This design comes from an exercise in tuning for small area, a short achievable clock period and few clock cycles on the open sky130 flow, not from production work.
Function was checked by simulation only, so behaviour that the tests miss may differ from the original.
Power is estimated from default activity; no workload was simulated.

==> flow/design.v (excerpt) <==
module click_seq (
    input             clk,
    input             rst,
    input             start,
    input      [9:0]  start_entry,
    input             start_react,
    input      [15:0] start_src,
    input      [2:0]  start_sev,
    input             stop,
    input             retire,
    input      [24:0] step_limit,
    output            imem_en,
    output     [9:0]  imem_addr,
    input      [38:0] imem_rdata,
    output            imem_we,
    output     [38:0] imem_wdata,
    output            obj_req,
    output     [2:0]  obj_op,
    output     [27:0] obj_addr,
    output            obj_hi,
    output     [63:0] obj_wdata,
    input             obj_ack,
    input      [7:0]  obj_status,
    input      [31:0] obj_rdata,
    output            tx_abort,
    input      [31:0] ft_now,
    input      [23:0] evt_set,
    input      [23:0] evt_clr,
    output     [23:0] evt,
    output     [2:0]  state,
    output     [9:0]  pc,
    output     [2:0]  flags,
    output     [3:0]  depth,
    output     [7:0]  fault,
    output     [7:0]  last_status,
    output            fault_raise,
    input      [2:0]  dbg_sel,
    output     [31:0] dbg_rdata
);
Size in the first run: ~3700 cells after synthesis, ~37000 um2 of cells after synthesis.
Settings: LEC_CHECK=0, CAP_MARGIN=20, CORE_MARGIN=2, CORE_UTILIZATION=40, SETUP_SLACK_MARGIN=5, SLEW_MARGIN=20; clock period 12.0 ns.
run.sh (not shown) runs the stock make flow with config.mk's settings and CLKGATE_MAP_FILE= SYNTH_SCRIPT=/design/flow/synth_recipe.tcl, a recipe that flattens the netlist after the stock synthesis.
Testbench counts at the start, summed over its fixed seeds: cycles 142,478.
==> next run, changes <==
- SETUP_SLACK_MARGIN: 5 -> 2.5
Clock power stays flat.
First-iteration DRC count falls by 2.5%.
Utilization drops by 2.0 points.
Combinational power falls by about 6%.
Routed wire length drops by 4.5%.
Non-clock buffer count goes down by 68.
Count of clock-buffer cells in the layout fell by 11.
Die area stays the same.
Critical path depth went up by 1.
Synthesized area does not change.
Worst setup slack got worse by 1.9 ns.

---

Another version of the RTL of click_seq (not shown whole).
Size: ~470 I/O pins.
export LEC_CHECK = 0
export CAP_MARGIN = 0
export CORE_MARGIN = 2
export CORE_UTILIZATION = 55
export CTS_BUF_LIST = sky130_fd_sc_hd__clkbuf_8
export SETUP_SLACK_MARGIN = 5
export SLEW_MARGIN = 0
create_clock -name core_clock -period 12.0 [get_ports {clk}]
standard.sh (not shown) runs the stock make flow with config.mk's settings and CLKGATE_MAP_FILE= SYNTH_SCRIPT=/design/flow/synth_recipe.tcl, a recipe that flattens the netlist after the stock synthesis.
==> flow/flow/run.sh <==
#!/bin/bash
# The standard layout (the standard.sh), with the port buffers that
# global placement inserts made from the smallest buffer cell instead of
# the delay buffer buffer_ports picks by itself. Every input and output
# port still gets its own buffer. The flow's full output goes to
# standard_flow.log; ORFS keeps each step's log under orfs/logs/.
set -euo pipefail
export BUFFER_PORTS_ARGS="-buffer_cell sky130_fd_sc_hd__buf_1"
bash standard.sh finish > standard_flow.log 2>&1
Testbench counts at the start, summed over its fixed seeds: cycles 139,756.
==> next run, changes <==
CAP_MARGIN = 20   (was 0)
CORE_UTILIZATION = 65   (was 55)
SLEW_MARGIN = 20   (was 0)
What happened:
- routed wire length rose by 2.3%
- worst setup slack got worse by 0.062 ns
- synthesized cell count stays the same
- design area rose by 0.64%
- die area fell by 15%
- maximum frequency fell by 0.87%
- hold slack improved by 0.032 ns
- clock power rose by about 7%
- non-clock buffer count rose by 1

---

click_seq again, from the RTL that the note above started with.
Design click_seq, start of the top module:
module click_seq (
    input             clk,
    input             rst,
    input             start,
    input      [9:0]  start_entry,
    input             start_react,
    input      [15:0] start_src,
    input      [2:0]  start_sev,
    input             stop,
    input             retire,
    input      [24:0] step_limit,
    output            imem_en,
    output     [9:0]  imem_addr,
    input      [38:0] imem_rdata,
    output            imem_we,
    output     [38:0] imem_wdata,
    output            obj_req,
    output     [2:0]  obj_op,
    output     [27:0] obj_addr,
    output            obj_hi,
    output     [63:0] obj_wdata,
    input             obj_ack,
    input      [7:0]  obj_status,
    input      [31:0] obj_rdata,
    output            tx_abort,
    input      [31:0] ft_now,
    input      [23:0] evt_set,
    input      [23:0] evt_clr,
    output     [23:0] evt,
    output     [2:0]  state,
    output     [9:0]  pc,
    output     [2:0]  flags,
    output     [3:0]  depth,
    output     [7:0]  fault,
    output     [7:0]  last_status,
    output            fault_raise,
    input      [2:0]  dbg_sel,
    output     [31:0] dbg_rdata
);
    localparam [2:0] SQ_STOPPED = 3'd0, SQ_RUNNING = 3'd1, SQ_WAITING = 3'd2,
                     SQ_FAULTED = 3'd3, SQ_RETIRED = 3'd4;
  ...
Settings: LEC_CHECK=0, CAP_MARGIN=20, CORE_MARGIN=2, CORE_UTILIZATION=55, CTS_BUF_LIST=sky130_fd_sc_hd__clkbuf_8, SETUP_SLACK_MARGIN=5, SLEW_MARGIN=20; clock period 12.0 ns.
==> flow/flow/run.sh <==
#!/bin/bash
# The standard layout (the standard.sh) with two changes to how it is
# made:
# - the port buffers that global placement inserts use the smallest
#   buffer cell instead of the delay buffer buffer_ports picks by itself
#   (every input and output port still gets its own buffer);
# - timing repair aims for 6 ns of setup margin, fixing the worst path
#   only (TNS_END_PERCENT 0), so it keeps shortening the critical path
#   without upsizing every path below the margin.
# The flow's full output goes to standard_flow.log; ORFS keeps each
# step's log under orfs/logs/.
set -euo pipefail
export BUFFER_PORTS_ARGS="-buffer_cell sky130_fd_sc_hd__buf_1"
bash standard.sh SETUP_SLACK_MARGIN=6 TNS_END_PERCENT=0 finish > standard_flow.log 2>&1
Testbench counts at the start, summed over its fixed seeds: cycles 139,756.
Next try:
==> flow/flow/run.sh (replaced) <==
#!/bin/bash
# The standard layout (the standard.sh), with the port buffers that
# global placement inserts made from the smallest buffer cell instead of
# the delay buffer buffer_ports picks by itself. Every input and output
# port still gets its own buffer. The flow's full output goes to
# standard_flow.log; ORFS keeps each step's log under orfs/logs/.
set -euo pipefail
export BUFFER_PORTS_ARGS="-buffer_cell sky130_fd_sc_hd__buf_1"
bash standard.sh finish > standard_flow.log 2>&1
Setup slack loses 130 ps.
Combinational power fell by a few percent.
First-iteration DRC count fell by a quarter to a third.
Maximum frequency fell slightly.
Wire length fell by a little under a tenth.
Utilization fell by 1.2 points.
Die area stays the same.
Critical path depth fell by 9.
Via count fell by a few percent.

[re-timing with driven ports]
The results above use ideal ports. As a check the final layouts listed here were re-extracted and re-timed, cells and wires unchanged. Step 1 (the two cells are an assumption about what drives the block):
set clk [get_ports {clk}]
set_driving_cell -lib_cell sky130_fd_sc_hd__clkbuf_16 $clk
set_driving_cell -lib_cell sky130_fd_sc_hd__buf_2 [delete_from_list [all_inputs] $clk]
Step 2, shift: input delay + t, output delay - t, t = (earliest + latest rising clock arrival at the registers) / 2. This alone moves slack from input paths to output paths. a / b / c = ideal / step 1 / step 2; a / b = the first two.
| run | shift t [ns] | setup slack, ns | worst setup path at the end | pins driven straight from the clock port |
|---|---|---|---|---|
| the first run of note 1 | 0.732 | 4.960 / 4.843 / 4.240 | input to register | 1 |
| the second run of note 1 | 0.725 | 3.069 / 3.012 / 2.528 | input to register | 1 |
| the first run of note 2 | 0.789 | 4.900 / 4.794 / 4.166 | input to register | 1 |
| the second run of note 2 | 0.790 | 4.838 / 4.808 / 4.049 | input to register | 1 |
| the first run of note 3 | 0.774 | 5.000 / 4.960 / 4.222 | input to register | 1 |
| the second run of note 3 | 0.776 | 4.871 / 4.780 / 4.152 | input to register | 1 |
After both steps every run listed still meets setup and hold. The setup slack of the second run of note 2, which loses most, moves by -0.030 ns with the drivers and by -0.789 ns with both steps.
